Source: an optimization exercise on an open RTL-to-GDS flow (aim: small area and a short achievable clock period). Production flows keep margins and buffers that such runs may drop. The RTL was checked by simulation tests, not by an equivalence proof against the original design. Power and IR drop assume default switching activity.

P:
// tt_fpu
module tt_fpu (
    input             clk,
    input             rst,
    input             in_valid,
    input      [3:0]  in_op,
    input      [2:0]  in_cond,
    input             in_pred,
    input      [31:0] in_a,
    input      [31:0] in_b,
    input      [31:0] in_d,
    output reg        out_valid,
    output reg [31:0] out_result,
    output reg [3:0]  out_flags
);
    localparam [3:0] OP_FADD  = 4'h1;
    localparam [3:0] OP_FSUB  = 4'h2;
    localparam [3:0] OP_FMUL  = 4'h3;
    localparam [3:0] OP_FMA   = 4'h4;
    localparam [3:0] OP_FMS   = 4'h5;
    localparam [3:0] OP_FMIN  = 4'h6;
    localparam [3:0] OP_FMAX  = 4'h7;
    localparam [3:0] OP_FABS  = 4'h8;
    localparam [3:0] OP_FNEG  = 4'h9;
    localparam [3:0] OP_FCVTI = 4'hA;
    localparam [3:0] OP_FCVTF = 4'hB;
    localparam [3:0] OP_FCMP  = 4'hC;
    localparam [3:0] OP_FSEL  = 4'hF;
    localparam [3:0] F_INVALID   = 4'd1;
    localparam [3:0] F_OVERFLOW  = 4'd4;
    localparam [3:0] F_UNDERFLOW = 4'd8;
    localparam [31:0] QNAN = 32'h7FC0_0000;
    localparam [1:0] K_ARITH = 2'd0;    
    localparam [1:0] K_CVTF  = 2'd1;    
    localparam [1:0] K_SIMPLE = 2'd2;   
    wire in_addsub = (in_op == OP_FADD) || (in_op == OP_FSUB);
    reg        v0;
    reg [3:0]  op0;
    reg [2:0]  cond0;
    reg        pred0;
    reg [31:0] a0, y0, z0;
    always @(posedge clk) begin
        if (rst)
            v0 <= 1'b0;
        else
            v0 <= in_valid;
        op0   <= in_op;
        cond0 <= in_cond;
        pred0 <= in_pred;
        a0    <= in_a;
        y0    <= in_addsub ? 32'h3F80_0000 : in_b;
        z0    <= in_addsub ? in_b : in_d;
    end
    wire is_fma   = (op0 == OP_FADD) || (op0 == OP_FSUB) || (op0 == OP_FMUL) ||
                    (op0 == OP_FMA) || (op0 == OP_FMS);
    wire is_cvti  = (op0 == OP_FCVTI);
    wire is_cvtf  = (op0 == OP_FCVTF);
    wire is_fmul  = (op0 == OP_FMUL);
    wire [31:0] b0 = y0;
    wire [7:0] ea = a0[30:23];
    wire [7:0] ey = y0[30:23];
    wire [7:0] ez = z0[30:23];
    wire a_zero = (ea == 8'h00);
    wire y_zero = (ey == 8'h00);
    wire a_max  = (ea == 8'hFF);
    wire y_max  = (ey == 8'hFF);
    wire z_max  = (ez == 8'hFF);
    wire a_fz   = (a0[22:0] == 23'd0);
    wire y_fz   = (y0[22:0] == 23'd0);
    wire z_fz   = (z0[22:0] == 23'd0);
  ...
Size: roughly 0.044 mm^2 of cells after synthesis.
==> flow/config.mk <==
export PLATFORM = sky130hd
export DESIGN_NAME = tt_fpu
export DESIGN_NICKNAME = tt_fpu
export VERILOG_FILES = /design/flow/design.v
export SDC_FILE = /design/flow/constraint.sdc
export NUM_CORES = 4
export LEC_CHECK = 0
export ABC_CLOCK_PERIOD_IN_PS = 20000
export CAP_MARGIN = 20
export CORE_MARGIN = 2
export CORE_UTILIZATION = 55
export PLACE_DENSITY = 0.65
export SLEW_MARGIN = 20
==> flow/constraint.sdc <==
create_clock -name core_clock -period 25.0 [get_ports {clk}]
set_input_delay 5.0000 -clock core_clock [delete_from_list [all_inputs] [get_ports {clk}]]
set_output_delay 5.0000 -clock core_clock [all_outputs]
set_load 0.01 [all_outputs]
standard.sh (not shown) runs the stock make flow with config.mk's settings and CLKGATE_MAP_FILE= SYNTH_SCRIPT=/design/flow/synth_recipe.tcl, a recipe that flattens the netlist after the stock synthesis.
==> flow/flow/run.sh <==
#!/bin/bash
# Layout flow: the standard layout (standard synthesis, same settings),
# with two changes to how the layout is made:
#  - timing repair aims for a setup slack of SETUP_MARGIN ns at the design's
#    clock period, so the repair steps size up and buffer the critical paths
#    (the clock period and constraints are unchanged);
#  - the port buffers are sky130_fd_sc_hd__buf_2 cells instead of the
#    default choice (a delay buffer).
# Each tool's full output goes to standard.log in the work folder.
set -euo pipefail
SETUP_MARGIN=19.6
bash standard.sh "SETUP_SLACK_MARGIN=${SETUP_MARGIN}" \
    "BUFFER_PORTS_ARGS=-buffer_cell sky130_fd_sc_hd__buf_2" \
    finish > standard.log 2>&1
Relative to P, the following input files were edited for S:
--- a/flow/design.v
+++ b/flow/design.v
@@ -165,65 +165,66 @@
         al_lo = 1'b0;
         for (j = 0; j < 23; j = j + 1)
             if (mz[j] && (sh_x[6:0] > 7'd51 + j))
                 al_lo = 1'b1;
     end
     wire al_st = !clamp && (sh_big ? (mz != 24'd0) : al_lo);
     wire [74:0] aw_p = al_w |
                      {74'd0, al_st} |
                      (is_cvti ? {43'd0, a0} : 75'd0) |
                      {39'd0, sp_flags, sp_res};
     wire sub_p = is_fma ? (zs != ps) : cvti_neg;
-    wire [75:0] r_s = {27'd0, use_p ? pr_s : {16'd0, cvti_neg, 31'd0}, 1'b0};
-    wire [75:0] r_c = {27'd0, use_p ? pr_c : 48'd0, 1'b0};
-    wire [75:0] r_z = {sub_p, sub_p ? ~aw_p : aw_p};
-    wire [75:0] cs_s = r_s ^ r_c ^ r_z;
-    wire [75:0] cs_c = {(r_s[74:0] & r_c[74:0]) | (r_s[74:0] & r_z[74:0]) | (r_c[74:0] & r_z[74:0]), 1'b0};
     wire signed [10:0] ew0 = is_cvti ? 11'sd0 :
                              clamp ? ($signed({3'd0, ez}) - 11'sd201) :
                                      ($signed({3'd0, ea}) + $signed({3'd0, ey}) - 11'sd301);
     wire cf_nan = a_nan;
     wire cf_sat = !a_nan && ((ea > 8'd158) || ((ea == 8'd158) && (!a0[31] || !a_fz)));
     reg        v1;
     reg [1:0]  kind1;
-    reg [75:0] cs1;     
-    reg [49:2] cc1;     
+    reg [47:0] ps1r, pc1r;
+    reg [74:0] aw1;     
     reg        sub1;
     reg        zs1, ps1, zsps1;
     reg signed [10:0] ew1;
     reg [1:0]  spec1;
     reg        spec_s1, spec_inv1;
     reg        cf_s1, cf_nan1, cf_sat1;
     always @(posedge clk) begin
         if (rst)
             v1 <= 1'b0;
         else
             v1 <= v0;
         kind1     <= (is_fma || is_cvti) ? K_ARITH : (is_cvtf ? K_CVTF : K_SIMPLE);
-        cs1       <= cs_s;
-        cc1       <= cs_c[49:2];
+        ps1r      <= use_p ? pr_s : {16'd0, cvti_neg, 31'd0};
+        pc1r      <= use_p ? pr_c : 48'd0;
+        aw1       <= sub_p ? ~aw_p : aw_p;
         sub1      <= sub_p;
         zs1       <= is_cvti ? a0[31] : zs;
         ps1       <= is_cvti ? a0[31] : ps;
         zsps1     <= is_cvti ? 1'b0 : (zs && ps);
         ew1       <= ew0;
         spec1     <= is_fma ? spec : 2'd0;
         spec_s1   <= spec_s;
         spec_inv1 <= spec_inv;
         cf_s1     <= a0[31];
         cf_nan1   <= cf_nan;
         cf_sat1   <= cf_sat;
     end
+    wire [75:0] r_s = {27'd0, ps1r, 1'b0};
+    wire [75:0] r_c = {27'd0, pc1r, 1'b0};
+    wire [75:0] r_z = {sub1, aw1};
+    wire [75:0] cs_s = r_s ^ r_c ^ r_z;
+    wire [75:0] cs_c = {(r_s[74:0] & r_c[74:0]) | (r_s[74:0] & r_z[74:0]) | (r_c[74:0] & r_z[74:0]), 1'b0};
     wire [75:0] sum;
     wire        cout;
-    eac76 u_add (.a(cs1), .b({26'd0, cc1, 2'd0}), .eac(sub1), .s(sum), .cout(cout));
+    eac76 u_add (.a(cs_s), .b(cs_c), .eac(sub1), .s(sum), .cout(cout));
     wire        neg = sub1 && !cout;
     wire [74:0] mag = sum[74:0];
     wire        rs  = neg ? zs1 : ps1;
     reg        v2;
     reg [1:0]  kind2;
     reg [74:0] mag2;
     reg        rs2, zsps2;
     reg signed [10:0] ew2;
     reg [1:0]  spec2;
     reg        spec_s2, spec_inv2;
     reg        cf_s2, cf_nan2, cf_sat2;
Between P and S, the flow reports switching power summed over all nets decreasing by a few percent. On worst relative slew slack: S sits above P. A endpoint of the most critical setup path of out_flags[0] is what P shows, while out_flags[2] belongs to S. Per the comparison of S with P, final area shows a reduction of 0.48%, number of gates resized after cts shows a reduction of about 60%, met2 wire length shows a reduction of about 7%, inserted tap cell count shows an increase of about 2%, power shows a reduction of about 3.3%. In the reports for S and P, the smaller weighted congestion reported at the end of routability-driven placement belongs to P. There was hardly any difference in cell-internal power between S and P. NOTE: routed length on met1 in S exceeds that of P.

-- re-timing with driven ports --
In the flow no input, the clock included, has a driving cell. The finished layouts below were timed again as built, in two steps. Step 1 assumes that a clkbuf_16 drives the clock port and a buf_2 every other input. Step 2, shift: input delay + t, output delay - t, t = (earliest + latest rising clock arrival at the registers) / 2. This alone moves slack from input paths to output paths. Three values: no drivers, after step 1, after step 2; two values: the first two.
run | t, ns | slack for setup (ns) | clock arrival spread, ns | pins driven straight from the clock port
P | 0.680 | 18.955 / 18.889 / 18.723 | 0.047 / 0.047 | 1
S | 0.716 | 18.908 / 18.833 / 18.541 | 0.043 / 0.043 | 1
After both steps every run listed still meets setup and hold. For S, which loses most, drivers alone change the setup slack by -0.075 ns; drivers and shift together by -0.367 ns.
